Source: an optimization exercise on an open RTL-to-GDS flow (aim: small area, a short achievable clock period and few clock cycles per item). Production flows keep margins and buffers that such runs may drop. Function was checked by simulation only, so behaviour that the tests miss may differ from the original.

**design.v**
```verilog
module aes_sbox (
    input  wire [7:0] a,
    output wire [7:0] y
);
    wire T1, T2, T3, T4, T5, T6, T7, T8, T9, T10, T11, T12, T13, T14, T15, T16, T17, T18, T19, T20, T21, T22, T23, T24, T25, T26, T27, M1, M2, M3, M4, M5, M6, M7, M8, M9, M10, M11, M12, M13, M14, M15, M16, M17, M18, M19, M20, M21, M22, M23, M24, M25, M26, M27, M28, M29, M30, M31, M32, M33, M34, M35, M36, M37, M38, M39, M40, M41, M42, M43, M44, M45, M46, M47, M48, M49, M50, M51, M52, M53, M54, M55, M56, M57, M58, M59, M60, M61, M62, M63, L0, L1, L2, L3, L4, L5, L6, L7, L8, L9, L10, L11, L12, L13, L14, L15, L16, L17, L18, L19, L20, L21, L22, L23, L24, L25, L26, L27, L28, L29;
    wire U0, U1, U2, U3, U4, U5, U6, U7;
    assign U0 = a[7];
    assign U1 = a[6];
    assign U2 = a[5];
    assign U3 = a[4];
    assign U4 = a[3];
    assign U5 = a[2];
    assign U6 = a[1];
    assign U7 = a[0];
    assign T1 = U0 ^ U3;
    assign T2 = U0 ^ U5;
    assign T3 = U0 ^ U6;
    assign T4 = U3 ^ U5;
    assign T5 = U4 ^ U6;
    assign T6 = T1 ^ T5;
    assign T7 = U1 ^ U2;
    assign T8 = U7 ^ T6;
    assign T9 = U7 ^ T7;
    assign T10 = T6 ^ T7;
    assign T11 = U1 ^ U5;
    assign T12 = U2 ^ U5;
    assign T13 = T3 ^ T4;
    assign T14 = T6 ^ T11;
    assign T15 = T5 ^ T11;
    assign T16 = T5 ^ T12;
    assign T17 = T9 ^ T16;
    assign T18 = U3 ^ U7;
    assign T19 = T7 ^ T18;
    assign T20 = T1 ^ T19;
    assign T21 = U6 ^ U7;
    assign T22 = T7 ^ T21;
    assign T23 = T2 ^ T22;
    assign T24 = T2 ^ T10;
    assign T25 = T20 ^ T17;
    assign T26 = T3 ^ T16;
    assign T27 = T1 ^ T12;
    assign M1 = T13 & T6;
    assign M2 = T23 & T8;
    assign M3 = T14 ^ M1;
    assign M4 = T19 & U7;
    assign M5 = M4 ^ M1;
    assign M6 = T3 & T16;
    assign M7 = T22 & T9;
    assign M8 = T26 ^ M6;
    assign M9 = T20 & T17;
    assign M10 = M9 ^ M6;
    assign M11 = T1 & T15;
    assign M12 = T4 & T27;
    assign M13 = M12 ^ M11;
    assign M14 = T2 & T10;
    assign M15 = M14 ^ M11;
    assign M16 = M3 ^ M2;
    assign M17 = M5 ^ T24;
    assign M18 = M8 ^ M7;
    assign M19 = M10 ^ M15;
    assign M20 = M16 ^ M13;
    assign M21 = M17 ^ M15;
    assign M22 = M18 ^ M13;
    assign M23 = M19 ^ T25;
    assign M24 = M22 ^ M23;
    assign M25 = M22 & M20;
    assign M26 = M21 ^ M25;
    assign M27 = M20 ^ M21;
    assign M28 = M23 ^ M25;
    assign M29 = M28 & M27;
    assign M30 = M26 & M24;
    assign M31 = M20 & M23;
    assign M32 = M27 & M31;
    assign M33 = M27 ^ M25;
    assign M34 = M21 & M22;
    assign M35 = M24 & M34;
    assign M36 = M24 ^ M25;
    assign M37 = M21 ^ M29;
    assign M38 = M32 ^ M33;
    assign M39 = M23 ^ M30;
    assign M40 = M35 ^ M36;
    assign M41 = M38 ^ M40;
    assign M42 = M37 ^ M39;
    assign M43 = M37 ^ M38;
    assign M44 = M39 ^ M40;
    assign M45 = M42 ^ M41;
    assign M46 = M44 & T6;
    assign M47 = M40 & T8;
    assign M48 = M39 & U7;
    assign M49 = M43 & T16;
    assign M50 = M38 & T9;
    assign M51 = M37 & T17;
    assign M52 = M42 & T15;
    assign M53 = M45 & T27;
    assign M54 = M41 & T10;
    assign M55 = M44 & T13;
    assign M56 = M40 & T23;
    assign M57 = M39 & T19;
    assign M58 = M43 & T3;
    assign M59 = M38 & T22;
    assign M60 = M37 & T20;
    assign M61 = M42 & T1;
    assign M62 = M45 & T4;
    assign M63 = M41 & T2;
    assign L0 = M61 ^ M62;
    assign L1 = M50 ^ M56;
    assign L2 = M46 ^ M48;
    assign L3 = M47 ^ M55;
    assign L4 = M54 ^ M58;
    assign L5 = M49 ^ M61;
    assign L6 = M62 ^ L5;
    assign L7 = M46 ^ L3;
    assign L8 = M51 ^ M59;
    assign L9 = M52 ^ M53;
    assign L10 = M53 ^ L4;
    assign L11 = M60 ^ L2;
    assign L12 = M48 ^ M51;
    assign L13 = M50 ^ L0;
    assign L14 = M52 ^ M61;
    assign L15 = M55 ^ L1;
    assign L16 = M56 ^ L0;
    assign L17 = M57 ^ L1;
    assign L18 = M58 ^ L8;
    assign L19 = M63 ^ L4;
    assign L20 = L0 ^ L1;
    assign L21 = L1 ^ L7;
    assign L22 = L3 ^ L12;
    assign L23 = L18 ^ L2;
    assign L24 = L15 ^ L9;
    assign L25 = L6 ^ L10;
    assign L26 = L7 ^ L9;
    assign L27 = L8 ^ L10;
    assign L28 = L11 ^ L14;
    assign L29 = L11 ^ L17;
    assign y[7] = L6 ^ L24;
    assign y[6] = ~(L16 ^ L26);
    assign y[5] = ~(L19 ^ L28);
    assign y[4] = L6 ^ L21;
    assign y[3] = L20 ^ L22;
    assign y[2] = L25 ^ L29;
    assign y[1] = ~(L13 ^ L27);
    assign y[0] = ~(L6 ^ L23);
endmodule
module aes_sbox_p1 (
    input  wire [7:0] a,
    output wire [3:0] m
);
    wire T1, T2, T3, T4, T5, T6, T7, T8, T9, T10, T11, T12, T13, T14, T15, T16, T17, T18, T19, T20, T21, T22, T23, T24, T25, T26, T27, M1, M2, M3, M4, M5, M6, M7, M8, M9, M10, M11, M12, M13, M14, M15, M16, M17, M18, M19, M20, M21, M22, M23;
    wire U0, U1, U2, U3, U4, U5, U6, U7;
    assign U0 = a[7];
    assign U1 = a[6];
    assign U2 = a[5];
    assign U3 = a[4];
    assign U4 = a[3];
    assign U5 = a[2];
    assign U6 = a[1];
    assign U7 = a[0];
    assign T1 = U0 ^ U3;
    assign T2 = U0 ^ U5;
    assign T3 = U0 ^ U6;
    assign T4 = U3 ^ U5;
    assign T5 = U4 ^ U6;
    assign T6 = T1 ^ T5;
    assign T7 = U1 ^ U2;
    assign T8 = U7 ^ T6;
    assign T9 = U7 ^ T7;
    assign T10 = T6 ^ T7;
    assign T11 = U1 ^ U5;
    assign T12 = U2 ^ U5;
    assign T13 = T3 ^ T4;
    assign T14 = T6 ^ T11;
    assign T15 = T5 ^ T11;
    assign T16 = T5 ^ T12;
    assign T17 = T9 ^ T16;
    assign T18 = U3 ^ U7;
    assign T19 = T7 ^ T18;
    assign T20 = T1 ^ T19;
    assign T21 = U6 ^ U7;
    assign T22 = T7 ^ T21;
    assign T23 = T2 ^ T22;
    assign T24 = T2 ^ T10;
    assign T25 = T20 ^ T17;
    assign T26 = T3 ^ T16;
    assign T27 = T1 ^ T12;
    assign M1 = T13 & T6;
    assign M2 = T23 & T8;
    assign M3 = T14 ^ M1;
    assign M4 = T19 & U7;
    assign M5 = M4 ^ M1;
    assign M6 = T3 & T16;
    assign M7 = T22 & T9;
    assign M8 = T26 ^ M6;
    assign M9 = T20 & T17;
    assign M10 = M9 ^ M6;
    assign M11 = T1 & T15;
    assign M12 = T4 & T27;
    assign M13 = M12 ^ M11;
    assign M14 = T2 & T10;
    assign M15 = M14 ^ M11;
    assign M16 = M3 ^ M2;
    assign M17 = M5 ^ T24;
    assign M18 = M8 ^ M7;
    assign M19 = M10 ^ M15;
    assign M20 = M16 ^ M13;
    assign M21 = M17 ^ M15;
    assign M22 = M18 ^ M13;
    assign M23 = M19 ^ T25;
    assign m = {M20, M21, M22, M23};
endmodule
module aes_sbox_p2 (
    input  wire [7:0] a,
    input  wire [3:0] m,
    output wire [16:0] p
);
    wire M20, M21, M22, M23;
    wire T1, T2, T3, T4, T5, T6, T7, T8, T9, T10, T11, T12, T13, T15, T16, T17, T18, T19, T20, T21, T22, T23, T27, M24, M25, M26, M27, M28, M29, M30, M31, M32, M33, M34, M35, M36, M37, M38, M39, M40, M41, M42, M43, M44, M45, M46, M47, M48, M49, M50, M51, M52, M53, M54, M55, M56, M57, M58, M59, M60, M61, M62, M63, L0, L1, L2, L3, L4, L5, L6, L7, L8, L9, L10, L11, L12, L13, L14, L15, L16, L17, L18, L19, L20, L22;
    assign M20 = m[3];
    assign M21 = m[2];
    assign M22 = m[1];
    assign M23 = m[0];
    wire U0, U1, U2, U3, U4, U5, U6, U7;
    assign U0 = a[7];
    assign U1 = a[6];
    assign U2 = a[5];
    assign U3 = a[4];
    assign U4 = a[3];
    assign U5 = a[2];
    assign U6 = a[1];
    assign U7 = a[0];
    assign T1 = U0 ^ U3;
    assign T2 = U0 ^ U5;
    assign T3 = U0 ^ U6;
    assign T4 = U3 ^ U5;
    assign T5 = U4 ^ U6;
    assign T6 = T1 ^ T5;
    assign T7 = U1 ^ U2;
    assign T8 = U7 ^ T6;
    assign T9 = U7 ^ T7;
    assign T10 = T6 ^ T7;
    assign T11 = U1 ^ U5;
    assign T12 = U2 ^ U5;
    assign T13 = T3 ^ T4;
    assign T15 = T5 ^ T11;
    assign T16 = T5 ^ T12;
    assign T17 = T9 ^ T16;
    assign T18 = U3 ^ U7;
    assign T19 = T7 ^ T18;
    assign T20 = T1 ^ T19;
    assign T21 = U6 ^ U7;
    assign T22 = T7 ^ T21;
    assign T23 = T2 ^ T22;
    assign T27 = T1 ^ T12;
    assign M24 = M22 ^ M23;
    assign M25 = M22 & M20;
    assign M26 = M21 ^ M25;
    assign M27 = M20 ^ M21;
    assign M28 = M23 ^ M25;
    assign M29 = M28 & M27;
    assign M30 = M26 & M24;
    assign M31 = M20 & M23;
    assign M32 = M27 & M31;
    assign M33 = M27 ^ M25;
    assign M34 = M21 & M22;
    assign M35 = M24 & M34;
    assign M36 = M24 ^ M25;
    assign M37 = M21 ^ M29;
    assign M38 = M32 ^ M33;
    assign M39 = M23 ^ M30;
    assign M40 = M35 ^ M36;
    assign M41 = M38 ^ M40;
    assign M42 = M37 ^ M39;
    assign M43 = M37 ^ M38;
    assign M44 = M39 ^ M40;
    assign M45 = M42 ^ M41;
    assign M46 = M44 & T6;
    assign M47 = M40 & T8;
    assign M48 = M39 & U7;
    assign M49 = M43 & T16;
    assign M50 = M38 & T9;
    assign M51 = M37 & T17;
    assign M52 = M42 & T15;
    assign M53 = M45 & T27;
    assign M54 = M41 & T10;
    assign M55 = M44 & T13;
    assign M56 = M40 & T23;
    assign M57 = M39 & T19;
    assign M58 = M43 & T3;
    assign M59 = M38 & T22;
    assign M60 = M37 & T20;
    assign M61 = M42 & T1;
    assign M62 = M45 & T4;
    assign M63 = M41 & T2;
    assign L0 = M61 ^ M62;
    assign L1 = M50 ^ M56;
    assign L2 = M46 ^ M48;
    assign L3 = M47 ^ M55;
    assign L4 = M54 ^ M58;
    assign L5 = M49 ^ M61;
    assign L6 = M62 ^ L5;
    assign L7 = M46 ^ L3;
    assign L8 = M51 ^ M59;
    assign L9 = M52 ^ M53;
    assign L10 = M53 ^ L4;
    assign L11 = M60 ^ L2;
    assign L12 = M48 ^ M51;
    assign L13 = M50 ^ L0;
    assign L14 = M52 ^ M61;
    assign L15 = M55 ^ L1;
    assign L16 = M56 ^ L0;
    assign L17 = M57 ^ L1;
    assign L18 = M58 ^ L8;
    assign L19 = M63 ^ L4;
    assign L20 = L0 ^ L1;
    assign L22 = L3 ^ L12;
    assign p = {L1, L2, L6, L7, L8, L9, L10, L11, L13, L14, L15, L16, L17, L18, L19, L20, L22};
endmodule
module aes_sbox_p3 (
    input  wire [16:0] p,
    output wire [7:0] y
);
    wire L1, L2, L6, L7, L8, L9, L10, L11, L13, L14, L15, L16, L17, L18, L19, L20, L22;
    wire L21, L23, L24, L25, L26, L27, L28, L29;
    assign L1 = p[16];
    assign L2 = p[15];
    assign L6 = p[14];
    assign L7 = p[13];
    assign L8 = p[12];
    assign L9 = p[11];
    assign L10 = p[10];
    assign L11 = p[9];
    assign L13 = p[8];
    assign L14 = p[7];
    assign L15 = p[6];
    assign L16 = p[5];
    assign L17 = p[4];
    assign L18 = p[3];
    assign L19 = p[2];
    assign L20 = p[1];
    assign L22 = p[0];
    assign L21 = L1 ^ L7;
    assign L23 = L18 ^ L2;
    assign L24 = L15 ^ L9;
    assign L25 = L6 ^ L10;
    assign L26 = L7 ^ L9;
    assign L27 = L8 ^ L10;
    assign L28 = L11 ^ L14;
    assign L29 = L11 ^ L17;
    assign y[7] = L6 ^ L24;
    assign y[6] = ~(L16 ^ L26);
    assign y[5] = ~(L19 ^ L28);
    assign y[4] = L6 ^ L21;
    assign y[3] = L20 ^ L22;
    assign y[2] = L25 ^ L29;
    assign y[1] = ~(L13 ^ L27);
    assign y[0] = ~(L6 ^ L23);
endmodule
module aes_core (
    input  wire         clk,
    input  wire         rst,       
    input  wire         start,     
    input  wire         key_256,   
    input  wire [255:0] key,
    input  wire [127:0] din,       
    output wire         ready,     
    output reg          done,      
    output reg  [127:0] dout
);
    reg [127:0] st0;                     
    reg [127:0] ka0, kb0;
    reg         v0, is256_0;
    reg [3:0]   rnd0;
    reg [127:0] x1;                      
    reg [63:0]  m1;                      
    reg [31:0]  kw1;                     
    reg [15:0]  km1;                     
    reg [127:0] ka1, kb1;
    reg         v1, is256_1;
    reg [3:0]   rnd1;
    reg [271:0] q2;                      
    reg [67:0]  kq2;                     
    reg [127:0] ka2, kb2;
    reg         v2, is256_2;
    reg [3:0]   rnd2;
    reg         rdy;                     
    assign ready = rdy;
    genvar gi;
    wire [127:0] xa = st0 ^ ka0;
    wire [63:0]  ma;
    generate
        for (gi = 0; gi < 16; gi = gi + 1) begin : g_s1
            aes_sbox_p1 u_s1 (.a(xa[127-8*gi -: 8]), .m(ma[63-4*gi -: 4]));
        end
    endgenerate
    wire        rot0 = ~is256_0 | rnd0[0];
    wire [31:0] kwa  = rot0 ? {kb0[23:0], kb0[31:24]} : kb0[31:0];
    wire [15:0] kma;
    generate
        for (gi = 0; gi < 4; gi = gi + 1) begin : g_ks1
            aes_sbox_p1 u_ks1 (.a(kwa[31-8*gi -: 8]), .m(kma[15-4*gi -: 4]));
        end
    endgenerate
    wire [271:0] qa;
    generate
        for (gi = 0; gi < 16; gi = gi + 1) begin : g_s2
            aes_sbox_p2 u_s2 (.a(x1[127-8*gi -: 8]), .m(m1[63-4*gi -: 4]), .p(qa[271-17*gi -: 17]));
        end
    endgenerate
    wire [67:0] kqa;
    generate
        for (gi = 0; gi < 4; gi = gi + 1) begin : g_ks2
            aes_sbox_p2 u_ks2 (.a(kw1[31-8*gi -: 8]), .m(km1[15-4*gi -: 4]), .p(kqa[67-17*gi -: 17]));
        end
    endgenerate
    wire [127:0] sb;
    generate
        for (gi = 0; gi < 16; gi = gi + 1) begin : g_s3
            aes_sbox_p3 u_s3 (.p(q2[271-17*gi -: 17]), .y(sb[127-8*gi -: 8]));
        end
    endgenerate
    wire [127:0] sr;
    generate
        for (gi = 0; gi < 16; gi = gi + 1) begin : g_shift
            localparam integer R = gi % 4;
            localparam integer C = gi / 4;
            localparam integer SRC = 4 * ((C + R) % 4) + R;
            assign sr[127-8*gi -: 8] = sb[127-8*SRC -: 8];
        end
    endgenerate
    function [7:0] xtime;
        input [7:0] b;
        xtime = {b[6:0], 1'b0} ^ (b[7] ? 8'h1b : 8'h00);
    endfunction
    function [31:0] mix_column;
        input [31:0] c;
        reg [7:0] a0, a1, a2, a3;
        begin
            a0 = c[31:24]; a1 = c[23:16]; a2 = c[15:8]; a3 = c[7:0];
            mix_column[31:24] = xtime(a0 ^ a1) ^ a1 ^ a2 ^ a3;
            mix_column[23:16] = xtime(a1 ^ a2) ^ a0 ^ a2 ^ a3;
            mix_column[15:8]  = xtime(a2 ^ a3) ^ a0 ^ a1 ^ a3;
            mix_column[7:0]   = xtime(a3 ^ a0) ^ a0 ^ a1 ^ a2;
        end
    endfunction
    wire [127:0] mc = {mix_column(sr[127:96]), mix_column(sr[95:64]),
                       mix_column(sr[63:32]),  mix_column(sr[31:0])};
    wire [31:0] sw;
    generate
        for (gi = 0; gi < 4; gi = gi + 1) begin : g_ks3
            aes_sbox_p3 u_ks3 (.p(kq2[67-17*gi -: 17]), .y(sw[31-8*gi -: 8]));
        end
    endgenerate
    reg  [7:0]  rc;
    always @(*) begin
        case ({is256_2, rnd2})
            5'h01: rc = 8'h01;
            5'h02: rc = 8'h02;
            5'h03: rc = 8'h04;
            5'h04: rc = 8'h08;
            5'h05: rc = 8'h10;
            5'h06: rc = 8'h20;
            5'h07: rc = 8'h40;
            5'h08: rc = 8'h80;
            5'h09: rc = 8'h1b;
            5'h0a: rc = 8'h36;
            5'h11: rc = 8'h01;
            5'h13: rc = 8'h02;
            5'h15: rc = 8'h04;
            5'h17: rc = 8'h08;
            5'h19: rc = 8'h10;
            5'h1b: rc = 8'h20;
            5'h1d: rc = 8'h40;
            default: rc = 8'h00;
        endcase
    end
    wire [31:0] p0   = ka2[127:96] ^ {rc, 24'h0};
    wire [31:0] p1   = p0 ^ ka2[95:64];
    wire [31:0] p2   = p0 ^ (ka2[95:64] ^ ka2[63:32]);
    wire [31:0] p3   = p0 ^ (ka2[95:64] ^ ka2[63:32] ^ ka2[31:0]);
    wire [127:0] pfx  = {p0, p1, p2, p3};
    wire [127:0] rk_early = is256_2 ? kb2 : pfx;
    wire [31:0]  sw_rk    = sw & {32{~is256_2}};
    wire [31:0]  sw_ka    = sw & {32{~is256_2 & ~rdy}};
    wire [31:0]  sw_kb    = sw & {32{~rdy}};
    wire [127:0] ka_early = rdy ? key[255:128] : rk_early;
    wire [127:0] kb_early = rdy ? {key[127:32], key_256 ? key[31:0] : key[159:128]} : pfx;
    wire fin0 = (rnd0 == (is256_0 ? 4'd14 : 4'd10));
    wire fin1 = (rnd1 == (is256_1 ? 4'd14 : 4'd10));
    wire fin2 = (rnd2 == (is256_2 ? 4'd14 : 4'd10));
    always @(posedge clk) begin
        x1      <= xa;
        m1      <= ma;
        kw1     <= kwa;
        km1     <= kma;
        ka1     <= ka0;
        kb1     <= kb0;
        is256_1 <= is256_0;
        rnd1    <= rnd0;
        q2      <= qa;
        kq2     <= kqa;
        ka2     <= ka1;
        kb2     <= kb1;
        is256_2 <= is256_1;
        rnd2    <= rnd1;
        dout <= sr ^ rk_early ^ {4{sw_rk}};
        ka0  <= ka_early ^ {4{sw_ka}};
        kb0  <= kb_early ^ {4{sw_kb}};
        if (rdy) begin
            st0     <= din;
            is256_0 <= key_256;
            rnd0    <= 4'd1;
        end else begin
            st0     <= mc;
            is256_0 <= is256_2;
            rnd0    <= rnd2 + 4'd1;
        end
    end
    wire late_p0 = rdy ? (start & key_256)                  
                       : (v2 & ~fin2 & is256_2 & (rnd2 < 4'd4));
    wire late_p1 = v0 & is256_0 & (rnd0 < 4'd5);            
    wire slot    = ~v1 | fin1;                              
    always @(posedge clk) begin
        if (rst) begin
            v0   <= 1'b0;
            v1   <= 1'b0;
            v2   <= 1'b0;
            done <= 1'b0;
            rdy  <= 1'b1;
        end else begin
            v0   <= rdy ? start : (v2 & ~fin2);
            v1   <= v0;
            v2   <= v1;
            done <= v2 & fin2;
            rdy  <= slot & ~late_p0 & ~late_p1;
        end
    end
endmodule
```
**flow/run.sh**
```bash
#!/bin/bash
# The standard layout (standard.sh: the standard flow's synthesis and ORFS flow with config.mk's settings),
# with two changes: the buffers ORFS puts on every input and output port are the platform's
# smallest buffer, sky130_fd_sc_hd__buf_1, instead of its default pick; timing repair still
# resizes them where a path needs it; and up to 10 rounds of antenna repair after detailed
# routing. The make output goes to standard.log; each ORFS step
# writes its own log under orfs/logs/.
set -euo pipefail
export BUFFER_PORTS_ARGS="-buffer_cell sky130_fd_sc_hd__buf_1"
# More rounds of diode insertion after detailed routing than the default 5.
export MAX_REPAIR_ANTENNAS_ITER_DRT=10
bash standard.sh > standard.log 2>&1
```
**standard.sh**
```bash
#!/bin/bash
# synth_recipe.tcl (not shown) runs the flow's synth.tcl, then flattens the netlist and writes it again
# the make line also repeats each setting of config.mk as NAME=value (left out here)
make -C /OpenROAD-flow-scripts/flow DESIGN_CONFIG=/design/flow/config.mk WORK_HOME=/design/flow/orfs CLKGATE_MAP_FILE= SYNTH_SCRIPT=/design/flow/synth_recipe.tcl "${@:-finish}"
```
**config.mk**
```make
export PLATFORM = sky130hd
export DESIGN_NAME = aes_core
export DESIGN_NICKNAME = aes_core
export VERILOG_FILES = /design/flow/design.v
export SDC_FILE = /design/flow/constraint.sdc
export NUM_CORES = 4
export LEC_CHECK = 0
export ABC_CLOCK_PERIOD_IN_PS = 2400
export CAP_MARGIN = 20
export CORE_MARGIN = 2
export CORE_UTILIZATION = 50
export CTS_CLUSTER_DIAMETER = 100
export CTS_CLUSTER_SIZE = 24
export SETUP_SLACK_MARGIN = 4.6
export SLEW_MARGIN = 20
export TNS_END_PERCENT = 0
```
**constraint.sdc**
```tcl
create_clock -name core_clock -period 7.0 [get_ports {clk}]
set_input_delay 1.4000 -clock core_clock [delete_from_list [all_inputs] [get_ports {clk}]]
set_output_delay 1.4000 -clock core_clock [all_outputs]
set_load 0.01 [all_outputs]
```
==> notes.md <==
==> area by class of cell <==
class | count | area share [%]
Multi-Input combinational cell | 5791 | 52.34
Sequential cell | 1632 | 37.79
Timing Repair Buffer | 642 | 3.621
Tap cell | 2044 | 2.947
Clock buffer | 84 | 2.371
Inverter | 148 | 0.6401
Clock inverter | 17 | 0.2681
Antenna cell | 8 | 0.02307
==> cell families (layout without fill, tap and decap cells) <==
family / after synthesis / count (layout) / share of synthesized area, %
xor gates and xnor gates: 2601 / 2601 / 30.49
DFF: 1632 / 1632 / 42.06
and+or+nand+nor: 1565 / 1566 / 8.881
AOI/OAI and AO/OA: 1153 / 1153 / 9.495
buffers and inverters: 476 / 891 / 2.403
muxes: 425 / 425 / 5.935
adders and majority gates: 46 / 46 / 0.7409
other: 0 / 8 / 0
==> metal layers <==
| layer | up-vias | track usage [%] |
|---|---|---|
| li1 | 26732 | - |
| met1 | 26572 | 40.50 |
| met2 | 1767 | 46.39 |
| met3 | 350 | 3.391 |
| met4 | 6 | 11.46 |
| met5 | - | 0 |
==> final timing paths <==
check | start | end
worst max-delay path | q2[82]$_DFF_P_ | st0[11]$_DFF_P_
worst min-delay path | ka1[3]$_DFF_P_ | ka2[3]$_DFF_P_
worst max register to register | q2[82]$_DFF_P_ | st0[11]$_DFF_P_
worst min register to register | ka1[3]$_DFF_P_ | ka2[3]$_DFF_P_
==> Yosys cell counts, drive strengths merged, types with 141 or more instances <==
| cell type | number | area, µm² |
|---|---|---|
| nand2 | 685 | 2571 |
| mux2i | 159 | 1615 |
| nor2 | 415 | 1558 |
| dfxtp | 1632 | 32670 |
| xnor2 | 1745 | 15630 |
| o21ai | 473 | 2371 |
| clkbuf | 235 | 885.9 |
| mux2 | 266 | 2995 |
| nand2b | 141 | 882.1 |
| a21oi | 228 | 1145 |
| inv | 142 | 533.0 |
| xor2 | 839 | 7671 |
==> repair_timing <==
item,CTS,global route
cloned,1,2
pin swaps,4,13
gates resized for setup,279,167
buffers inserted,10,29
setup endpoints to repair,664,722
hold endpoints to repair,0,0
==> results.ini <==
[outcome]
status = finished clean

[layout]
layout_commonest_cell = dfxtp_1
max_flop_register = q2
final_cell_mix = 1,556 x dfxtp_1, 1,546 x xnor2_1, 771 x xor2_1
largest_register_ffs = 272
drive_gt1_share_pct = 11.81
final_cell_area_mm2 = 0.08679
final_cells = 10366
regArea_mm2 = 0.03280
nFillCells = 13805
nets = 8730
final_core_util_pct = 56.27
syn_to_final_growth_pct = 11.72
multi_input_area_mm2 = 0.04542

[global_route]
grt_overflow = 0
grt_pass1_wl_um = 342600
grtUsageTotal_pct = 29.20
antenna_found_initial = 20
grt_max_degree = 148
grt_pass1_vias = 51718

[worst_hold_path]
holdCritPathClass = flop to flop
hold_depth = 0

[sta]
finalHoldViolations = 0
report.final.slew_viol_count = 0
relSlewSlack_pct = 24.98
setup_viol = 0
tightest_slew_ns = 1.117
max_freq_ghz = 0.3678
skew_ns = 0.04073
finalCriticalPeriod_ns = 2.719
hold_ws_ns = 0.3140
period_share_pct = 38.84
setup-tns-final_ns = 0
rsz0062_at_grt = true
setup_slack_ns = 4.281

[placed_design]
gp_congestion = 0.9408
dp_hpwl_um = 191600
place_ws_ns = 3.470
dp.cells = 10215
placed_cell_area_mm2 = 0.08164
io_buffers = 517

[drt]
postRouteAntennaNets = 0
drc = 0
drtIter0Drc = 4360
dr_wl_met2_um = 108300
totalWireLength_um = 240100
vias_per_cell = 5.347
num_vias = 55427
m1WireLength_um = 107600
dr.pass1.iters = 8
top_layer = met5
wl_met3_um = 13500
wl_per_cell_um = 23.17

[logic_synthesis]
ys_async_sr_fraction_pct = 0
ys_dominant_reg_cell = dfxtp_1
syn_nets = 8332
syn_avg_cell_area_um2 = 9.836
synth_cells = 7898
synth_edf_count = 0
yosysSeqAreaShare_pct = 42.06
synth_cell_type_count = 78
yosysWarnings = 1
synth_seq_cells = 1632
synth_area_mm2 = 0.07768

[critical_path]
worst-setup-path-type = flop to flop
slowest_delay_ns = 0.72
path_common_cell = xnor2_1
crit_buf_inv = 0
crit_chain = xor2_1, xnor2_1, xnor2_1, xnor2_1, xnor2_1, o21ai_0
worst_path_max_delay_cell = xnor2_1
cp_max_fo = 5
worst-path-stages = 6
crit_path_start_kind = flop
cp.required_ns = 7.57
rr_worst_depth = 6
reg2reg_slack_ns = 4.28
end_kind = flop
path_delay_family = XOR/XNOR gates
crit_arrival_ns = 3.29

[clock_network]
cts_sinks = 1632
cts_root_buf = clkbuf_16
clk_pin_slew_ns = 0.09
clk_latency_ns = 0.74
cts_tree = built
clockBufferDepth = 3
holdBufCountCts = 0
cts_buffers = 81
cts_max_level = 3

[die]
ios = 518
die-width_um = 398.2
rows = 144
core_area_mm2 = 0.1542
die-area_mm2 = 0.1585
dieHeight_um = 398.2
initial_core_util_pct = 50.37

[run]
maxCapViolCount = 0

Testbench counts, summed over its fixed seeds: cycles 97,597, blocks 8,000.

==> afterwards: timing with drivers on the ports <==
Ports are ideal in the flow. The routed layout listed here was re-timed in OpenROAD. Step 1 sets driving cells, clkbuf_16 on the clock port and buf_2 on the other inputs (assumed; they add their load-dependent delay and slew). Step 2 also shifts input and output timing later by t, the mid clock arrival at the registers, as if the neighbouring blocks saw the same clock. Slacks: no drivers / after step 1 / after step 2; pairs: no drivers / after step 1.
shift t [ns]: 0.810
slack for setup (ns): 4.281 / 4.246 / 4.076
hold WS [ns]: 0.314 / 0.314 / 0.314
After both steps this run still meets setup and hold. For this run, drivers alone change the setup slack by -0.035 ns; drivers and shift together by -0.205 ns.
